Context: an optimization exercise on an open-source flow, tuned for small area, a short achievable clock period and few clock cycles per item. The choices shown serve that exercise and are no tape-out recipe.
No functional check of the RTL was part of this run.
Power is estimated from default activity; no workload was simulated.

$ cat run.sh
#!/bin/bash
# synth_recipe.tcl (not shown) runs the flow's synth.tcl, then flattens the netlist and writes it again
# the make line also repeats each setting of config.mk as NAME=value (left out here)
make -C /OpenROAD-flow-scripts/flow DESIGN_CONFIG=/design/flow/config.mk WORK_HOME=/design/flow/orfs CLKGATE_MAP_FILE= SYNTH_SCRIPT=/design/flow/synth_recipe.tcl finish
$ cat config.mk
export PLATFORM = sky130hd
export DESIGN_NAME = rule_engine
export DESIGN_NICKNAME = rule_engine
export VERILOG_FILES = /design/flow/design.v
export SDC_FILE = /design/flow/constraint.sdc
export NUM_CORES = 4
export LEC_CHECK = 0
export CAP_MARGIN = 20
export CORE_MARGIN = 2
export CORE_UTILIZATION = 32
export GPL_ROUTABILITY_DRIVEN = 1
export PLACE_DENSITY = 0.45
export SLEW_MARGIN = 20
$ cat constraint.sdc
create_clock -name core_clock -period 16.0 [get_ports {clk}]
set_input_delay 3.2000 -clock core_clock [delete_from_list [all_inputs] [get_ports {clk}]]
set_output_delay 3.2000 -clock core_clock [all_outputs]
set_load 0.01 [all_outputs]
$ cat design.v
module rule_engine (
    input  wire        clk,
    input  wire        rst,             
    input  wire        start,           
    input  wire [1:0]  fault_override,  
    input  wire [1:0]  fault_action,    
    output wire        ready,
    output reg         done,            
    output reg  [1:0]  verdict,         
    output reg  [7:0]  rule_code,
    output reg         fault,           
    output reg  [5:0]  last_pc,         
    output reg  [10:0] cycles,          
    output wire [5:0]  i_addr,
    input  wire [31:0] i_data,
    output wire [3:0]  k_addr,
    input  wire [63:0] k_data,
    output wire [5:0]  f_sel,
    input  wire [63:0] f_data,
    input  wire        f_absent
);
    localparam OP_PASS = 6'h00, OP_FLAG = 6'h01, OP_HOLD = 6'h02, OP_LDF = 6'h03,
               OP_LDK  = 6'h04, OP_LDI  = 6'h05, OP_MOV  = 6'h06, OP_ADD = 6'h07,
               OP_SUB  = 6'h08, OP_MUL  = 6'h09, OP_DIV  = 6'h0A, OP_MDV = 6'h0B,
               OP_MIN  = 6'h0C, OP_MAX  = 6'h0D, OP_ABS  = 6'h0E, OP_AND = 6'h0F,
               OP_OR   = 6'h10, OP_SHL  = 6'h11, OP_SHR  = 6'h12, OP_JMP = 6'h13,
               OP_BR   = 6'h14, OP_BRI  = 6'h15, OP_BAB  = 6'h16, OP_BBS = 6'h17;
    localparam S_IDLE = 3'd0, S_FETCH = 3'd1, S_DECODE = 3'd2, S_EXEC = 3'd3,
               S_LOAD = 3'd4, S_MUL  = 3'd5, S_DIV = 3'd6;
    localparam [63:0] SMAX = 64'h7FFF_FFFF_FFFF_FFFF;
    localparam [63:0] SMIN = 64'h8000_0000_0000_0000;
    reg [2:0]  state;
    reg [5:0]  pc;
    reg [31:0] ir;
    reg [10:0] cyc;
    reg [1:0]  fo, fa;
    reg [63:0] x [0:15];
    reg [7:0]   cnt;
    reg         neg;         
    reg [63:0]  mc;          
    reg [63:0]  ph, pl;      
    reg [63:0]  dv;          
    reg [63:0]  rem;         
    reg [127:0] q;           
    integer i;
    wire [5:0]  op   = ir[31:26];
    wire [3:0]  xd   = ir[25:22];
    wire [3:0]  xa   = ir[21:18];
    wire [3:0]  xb   = ir[17:14];
    wire [2:0]  cond = ir[25:23];
    wire [5:0]  tgt  = ir[5:0];
    wire [5:0]  shamt = ir[5:0];
    wire [63:0] ra = x[xa];
    wire [63:0] rb = x[xb];
    wire [63:0] rd = x[xd];
    wire [63:0] imm16 = {{48{ir[15]}}, ir[15:0]};
    wire [63:0] imm10 = {{54{ir[17]}}, ir[17:8]};
    assign ready  = (state == S_IDLE);
    assign i_addr = pc;
    assign k_addr = ir[3:0];
    assign f_sel  = (op == OP_BAB) ? ir[13:8] : ir[5:0];
    function [4:0] cost;
        input [5:0] o;
        begin
            case (o)
                OP_PASS, OP_FLAG, OP_HOLD: cost = 5'd2;
                OP_LDF:                    cost = 5'd4;
                OP_MUL:                    cost = 5'd3;
                OP_DIV:                    cost = 5'd20;
                OP_MDV:                    cost = 5'd24;
                OP_JMP, OP_BR, OP_BRI, OP_BAB, OP_BBS: cost = 5'd2;
                default:                   cost = 5'd1;
            endcase
        end
    endfunction
    function cmp;
        input [2:0]  c;
        input [63:0] a, b;
        begin
            case (c)
                3'd0: cmp = (a == b);
                3'd1: cmp = (a != b);
                3'd2: cmp = ($signed(a) <  $signed(b));
                3'd3: cmp = ($signed(a) <= $signed(b));
                3'd4: cmp = ($signed(a) >  $signed(b));
                default: cmp = ($signed(a) >= $signed(b));
            endcase
        end
    endfunction
    function [63:0] sat_mag;
        input [127:0] m;
        input         n;
        begin
            if (!n)
                sat_mag = (m > {64'd0, SMAX}) ? SMAX : m[63:0];
            else
                sat_mag = (m > {64'd0, SMIN}) ? SMIN : (~m[63:0] + 64'd1);
        end
    endfunction
    wire [63:0] abs_a = ra[63] ? (~ra + 64'd1) : ra;
    wire [63:0] abs_b = rb[63] ? (~rb + 64'd1) : rb;
    wire [63:0] abs_d = rd[63] ? (~rd + 64'd1) : rd;
    wire [64:0] sum  = {ra[63], ra} + {rb[63], rb};
    wire [64:0] diff = {ra[63], ra} - {rb[63], rb};
    wire [63:0] add_s = (sum[64]  != sum[63])  ? (sum[64]  ? SMIN : SMAX) : sum[63:0];
    wire [63:0] sub_s = (diff[64] != diff[63]) ? (diff[64] ? SMIN : SMAX) : diff[63:0];
    wire        a_lt_b = $signed(ra) < $signed(rb);
    wire [64:0] mstep = {1'b0, ph} + (pl[0] ? {1'b0, mc} : 65'd0);
    wire [64:0] rsh   = {rem, q[127]};
    wire [64:0] trial = rsh - {1'b0, dv};
    wire        take  = ~trial[64];
    always @(posedge clk) begin
        done <= 1'b0;
        if (rst) begin
            state <= S_IDLE;
            pc    <= 6'd0;
            ir    <= 32'd0;
        end else begin
            case (state)
            S_IDLE: begin
                if (start) begin
                    pc  <= 6'd0;
                    cyc <= 11'd32;
                    fo  <= fault_override;
                    fa  <= fault_action;
                    for (i = 0; i < 16; i = i + 1)
                        x[i] <= 64'd0;
                    state <= S_FETCH;
                end
            end
            S_FETCH: state <= S_DECODE;
            S_DECODE: begin
                ir    <= i_data;
                state <= S_EXEC;
            end
            S_EXEC: begin
                cyc   <= cyc + {6'd0, cost(op)};
                pc    <= pc + 6'd1;
                state <= S_FETCH;
                case (op)
                OP_PASS, OP_FLAG, OP_HOLD: begin
                    done      <= 1'b1;
                    verdict   <= (op == OP_PASS) ? 2'd0 : (op == OP_FLAG) ? 2'd1 : 2'd2;
                    rule_code <= (op == OP_PASS) ? 8'd0 : ir[7:0];
                    fault     <= 1'b0;
                    last_pc   <= pc;
                    cycles    <= cyc + {6'd0, cost(op)};
                    state     <= S_IDLE;
                end
                OP_LDF, OP_LDK, OP_BAB: begin
                    pc    <= pc;
                    state <= S_LOAD;
                end
                OP_LDI: x[xd] <= imm16;
                OP_MOV: x[xd] <= ra;
                OP_ADD: x[xd] <= add_s;
                OP_SUB: x[xd] <= sub_s;
                OP_MIN: x[xd] <= a_lt_b ? ra : rb;
                OP_MAX: x[xd] <= a_lt_b ? rb : ra;
                OP_ABS: x[xd] <= (ra == SMIN) ? SMAX : abs_a;
                OP_AND: x[xd] <= ra & rb;
                OP_OR:  x[xd] <= ra | rb;
                OP_SHL: x[xd] <= ra << shamt;
                OP_SHR: x[xd] <= $signed(ra) >>> shamt;
                OP_MUL, OP_MDV: begin
                    if (op == OP_MDV && rb == 64'd0) begin
                        done      <= 1'b1;
                        fault     <= 1'b1;
                        rule_code <= 8'hFF;
                        verdict   <= (fo == 2'd1) ? 2'd2 : (fo == 2'd2) ? 2'd1 : (fo == 2'd3) ? 2'd0 :
                                     (fa == 2'd1) ? 2'd1 : (fa == 2'd2) ? 2'd0 : 2'd2;
                        last_pc   <= pc;
                        cycles    <= cyc + {6'd0, cost(op)};
                        state     <= S_IDLE;
                    end else begin
                        pc    <= pc;
                        mc    <= (op == OP_MUL) ? abs_b : abs_d;
                        pl    <= abs_a;
                        ph    <= 64'd0;
                        dv    <= abs_b;
                        neg   <= (op == OP_MUL) ? (ra[63] ^ rb[63]) : (rd[63] ^ ra[63] ^ rb[63]);
                        cnt   <= 8'd64;
                        state <= S_MUL;
                    end
                end
                OP_DIV: begin
                    if (rb == 64'd0) begin
                        done      <= 1'b1;
                        fault     <= 1'b1;
                        rule_code <= 8'hFF;
                        verdict   <= (fo == 2'd1) ? 2'd2 : (fo == 2'd2) ? 2'd1 : (fo == 2'd3) ? 2'd0 :
                                     (fa == 2'd1) ? 2'd1 : (fa == 2'd2) ? 2'd0 : 2'd2;
                        last_pc   <= pc;
                        cycles    <= cyc + {6'd0, cost(op)};
                        state     <= S_IDLE;
                    end else begin
                        pc    <= pc;
                        dv    <= abs_b;
                        rem   <= 64'd0;
                        q     <= {abs_a, 64'd0};
                        neg   <= ra[63] ^ rb[63];
                        cnt   <= 8'd64;
                        state <= S_DIV;
                    end
                end
                OP_JMP: pc <= tgt;
                OP_BR:  if (cmp(cond, ra, rb))    pc <= tgt;
                OP_BRI: if (cmp(cond, ra, imm10)) pc <= tgt;
                OP_BBS: if (ra[ir[13:8]])         pc <= tgt;
                default: ;
                endcase
            end
            S_LOAD: begin
                pc    <= pc + 6'd1;
                state <= S_FETCH;
                case (op)
                OP_LDK: x[xd] <= k_data;
                OP_LDF: x[xd] <= f_absent ? 64'd0 : f_data;
                default: if (f_absent) pc <= tgt;    
                endcase
            end
            S_MUL: begin
                ph  <= mstep[64:1];
                pl  <= {mstep[0], pl[63:1]};
                cnt <= cnt - 8'd1;
                if (cnt == 8'd1) begin
                    if (op == OP_MUL) begin
                        x[xd] <= sat_mag({mstep[64:1], mstep[0], pl[63:1]}, neg);
                        pc    <= pc + 6'd1;
                        state <= S_FETCH;
                    end else begin
                        rem   <= 64'd0;
                        q     <= {mstep[64:1], mstep[0], pl[63:1]};
                        cnt   <= 8'd128;
                        state <= S_DIV;
                    end
                end
            end
            S_DIV: begin
                rem <= take ? trial[63:0] : rsh[63:0];
                q   <= {q[126:0], take};
                cnt <= cnt - 8'd1;
                if (cnt == 8'd1) begin
                    x[xd] <= sat_mag({q[126:0], take}, neg);
                    pc    <= pc + 6'd1;
                    state <= S_FETCH;
                end
            end
            default: state <= S_IDLE;
            endcase
        end
    end
endmodule
==> notes.md <==
flip-flops by register name, summed over array words and instances (netlist names), 8 cells and up, named ones only:
| signal | cells |
|---|---|
| x | 1024 |
| q | 128 |
| dv | 64 |
| mc | 64 |
| ph | 64 |
| pl | 64 |
| rem | 64 |
| ir | 32 |
| cyc | 11 |
| cycles | 11 |
| cnt | 8 |
| rule_code | 8 |
cells in the final DEF (no fill, tap or decap), types with 142 or more instances in the layout:
| master | synthesis | layout |
|---|---|---|
| clkdlybuf4s50_1 | 0 | 212 |
| nand2_1 | 1058 | 1019 |
| clkbuf_16 | 0 | 197 |
| o21ai_0 | 701 | 659 |
| o211ai_1 | 142 | 142 |
| buf_4 | 65 | 627 |
| xnor2_1 | 335 | 295 |
| nor3_1 | 400 | 388 |
| and2_1 | 151 | 148 |
| ha_1 | 426 | 426 |
| a21oi_1 | 979 | 966 |
| nand3_1 | 253 | 248 |
| edfxtp_1 | 1524 | 1524 |
| mux4_2 | 939 | 939 |
| inv_1 | 351 | 343 |
| mux2i_1 | 217 | 206 |
| nor2_1 | 1695 | 1667 |
| a211oi_1 | 180 | 170 |
| a21o_1 | 163 | 163 |
power groups by stage:
stage / Sequential (mW) / Combinational, mW / Clock [mW]
3_3_place_gp: 4.87 / 6.13 / 0
2_1_floorplan: 4.82 / 2.80 / 0
6_report: 4.80 / 6.54 / 4.68
5_1_grt: 4.81 / 6.41 / 4.84
4_1_cts: 4.79 / 6.13 / 4.71
3_5_place_dp: 4.88 / 6.12 / 0
layer usage:
layer  up-vias  track usage  part of all wire
met5         -            0           0.00030
met4        46       0.3178             0.086
met3      2283       0.1416              0.11
met2      9963       0.6635              0.42
met1     67358       0.5599              0.38
li1      50296            -                 -
path summary, 6_finish.rpt:
kind	start	to	slack, ns	cells after the start
setup reg to reg	flip-flop	x[0][28]	4.03	23
setup / recovery	flip-flop	x[0][28]	4.03	23
hold reg to reg	ir[18]	flip-flop	0.45	2
hold / removal	ir[18]	flip-flop	0.45	2
final cells by class:
cell class | instances | area [um2] | area share
Clock inverter | 122 | 1329 | 0.008931
Timing Repair Buffer | 869 | 7386 | 0.04964
Multi-Input combinational cell | 10000 | 79300 | 0.5330
Sequential cell | 1583 | 47000 | 0.3159
Antenna cell | 133 | 332.8 | 0.002237
Clock buffer | 227 | 5082 | 0.03416
Inverter | 402 | 1526 | 0.01026
Tap cell | 5451 | 6820 | 0.04584
cell families (layout without fill, tap and decap cells):
group / Yosys count / count (layout) / synth area share
xor+xnor: 416 / 416 / 0.02779
compound gates: 3467 / 3467 / 0.1767
mux: 1274 / 1274 / 0.1893
other cells: 0 / 133 / 0
flops: 1583 / 1583 / 0.3580
buf+inv: 1478 / 1620 / 0.04985
fa+ha+maj: 431 / 431 / 0.04141
simple gates: 4412 / 4412 / 0.1569
tightest hold or removal path, delay by kind of cell (launching register included):
family / cells / cell delay [ns]
DFF: 1 / 0.29
AOI/OAI and AO/OA: 1 / 0.07
and+or+nand+nor: 1 / 0.05
==> impl_metrics.ini <==
[power_and_ir_drop]
p_sw_mw = 7.041
power_density_nw_per_um2 = 107.6
intPower_mw = 8.973
combPwrFrac = 0.408
power_mw = 16.01
p_leak_nw = 49.85
p_seq_frac = 0.300
peakVddDrop_mv = 0.09974
clock_power_share = 0.292
switching_share = 0.4397

[detailed_routing]
drt-total-wl_um = 966000
drt_iter0_markers = 20468
drtPass1Iterations = 6
wire_per_inst_um = 51.42
drtAntennaViolNets = 0
vias = 129946
viasPerCell = 6.917
drc = 0

[worst_setup_path]
crit_slowest_cell = clkinv_1
arrival_ns = 12.58
cp-start-kind = flip-flop
worstPathRequired_ns = 16.61
cp-end-kind = flip-flop
cp_top_family = compound AO/OA/AOI/OAI gates
worstSetupPathType = reg2reg
critical_path.max_fanout = 70
path_cells = buf_12, buf_4, mux4_2, a22oi_1, and2_1, clkinv_1, ha_1, a21o_1, a21oi_1, nor2_1, o211ai_1, o211ai_1, a21oi_1, nand2_1, a221o_1, buf_4, o211ai_1, o2111ai_1, a221oi_1, o21ai_1, o311ai_4, buf_4, nor2_1
critPathBufInv = 5
max_stage_delay_ns = 1.26

[place]
port_buffers = 213
gp_congestion = 1.105
placedInstanceArea_um2 = 141700
place_hpwl_um = 740800
post-place-ws_ns = 4.477
dp_cells = 18296

[sta]
fin_tns_setup_ns = 0
finalCritPeriodShare = 0.7481
holdWs_ns = 0.4514
drv_slew = 0
setup_viol = 0
fin_crit_ns = 11.97
grt_setup_unrepaired = no
hold_viol = 0
fin_worst_skew_ns = 0.1129
setup_slack_ns = 4.030
tightest_slew_ns = 1.417
slew_headroom = 0.04854
fmax_mhz = 83.54

[global_route]
grt_usage = 0.4508
grt_max_degree = 119
grt_pass1_wl_um = 1237000
grt_pass1_vias = 120217
grt_overflow = 0
antenna_found_initial = 141

[clock_tree]
h-tree-depth = 4
cts_setup_buffers = 0
post_cts_resize_count = 0
cts.sinks = 1583
cts_buffer_depth = 4
clk_latency_ns = 1.01
cts_buffers = 193
root_buffer = clkbuf_16
cts_tree = done
clk_pin_slew_worst_paths_ns = 0.06
cts_hold_buf = 0

[final_layout]
num-fill-cells = 40973
fin_nets = 13648
stdcell_area_um2 = 148800
stdcell_count = 18787
drive_above_1_share = 0.1941
final_util = 0.3640
syn_to_final_growth_pct = 13.47

[floorplan]
dieArea_um2 = 414900
start_util = 0.3208
die_h_um = 644.1
core_area_um2 = 408700
io_pins = 214
dieWidth_um = 644.1
floorplan.rows = 235

[yosys]
synth-seq-cells = 1583
synth-async-reset-ratio = 0
synth-seq-area-share = 0.3580
synthMostInstantiatedCell = nor2_1
synthesis.nets = 13660
yosysTopAreaCell = edfxtp_1
synth_common_cells = 1,695 x nor2_1, 1,524 x edfxtp_1, 1,058 x nand2_1, 979 x a21oi_1, 939 x mux4_2
synth_cell_types = 148
syn_area_um2 = 131100
avgSynthCellArea_um2 = 10.04
yosys-top-cells-area = edfxtp_1 35%, mux4_2 16%, nor2_1 4.9%, ha_1 4.1%, a21oi_1 3.7%
synth-edff-count = 1524
synth-main-ff-cell = edfxtp_1
netlist.area_leader.share = 0.3490
netlist_instances = 13061
yosysWarningCount = 1

[flow_run]
max_cap_violations = 0

[worst_hold_path]
hold_class = reg2reg

[status]
status = timing/DRC/antenna clean

-- static timing again, ports no longer ideal --
Ports are ideal in the flow. The routed layout listed here was re-timed in OpenROAD. Step 1, drivers: a clkbuf_16 drives clk and a buf_2 each remaining input, both assumed. Step 2, shift: input delay + t, output delay - t, t = (earliest + latest rising clock arrival at the registers) / 2. This alone moves slack from input paths to output paths. Slacks: ideal ports / drivers / drivers and shift; pairs: ideal ports / drivers.
t, ns: 1.069
setup slack, ns: 4.030 / 4.030 / 4.030
worst setup path at the end: register to register
worst register clock-pin slew, ns: 0.07 / 0.07
After both steps this run still meets setup and hold. For this run, drivers alone change the setup slack by 0.000 ns; drivers and shift together by 0.000 ns.
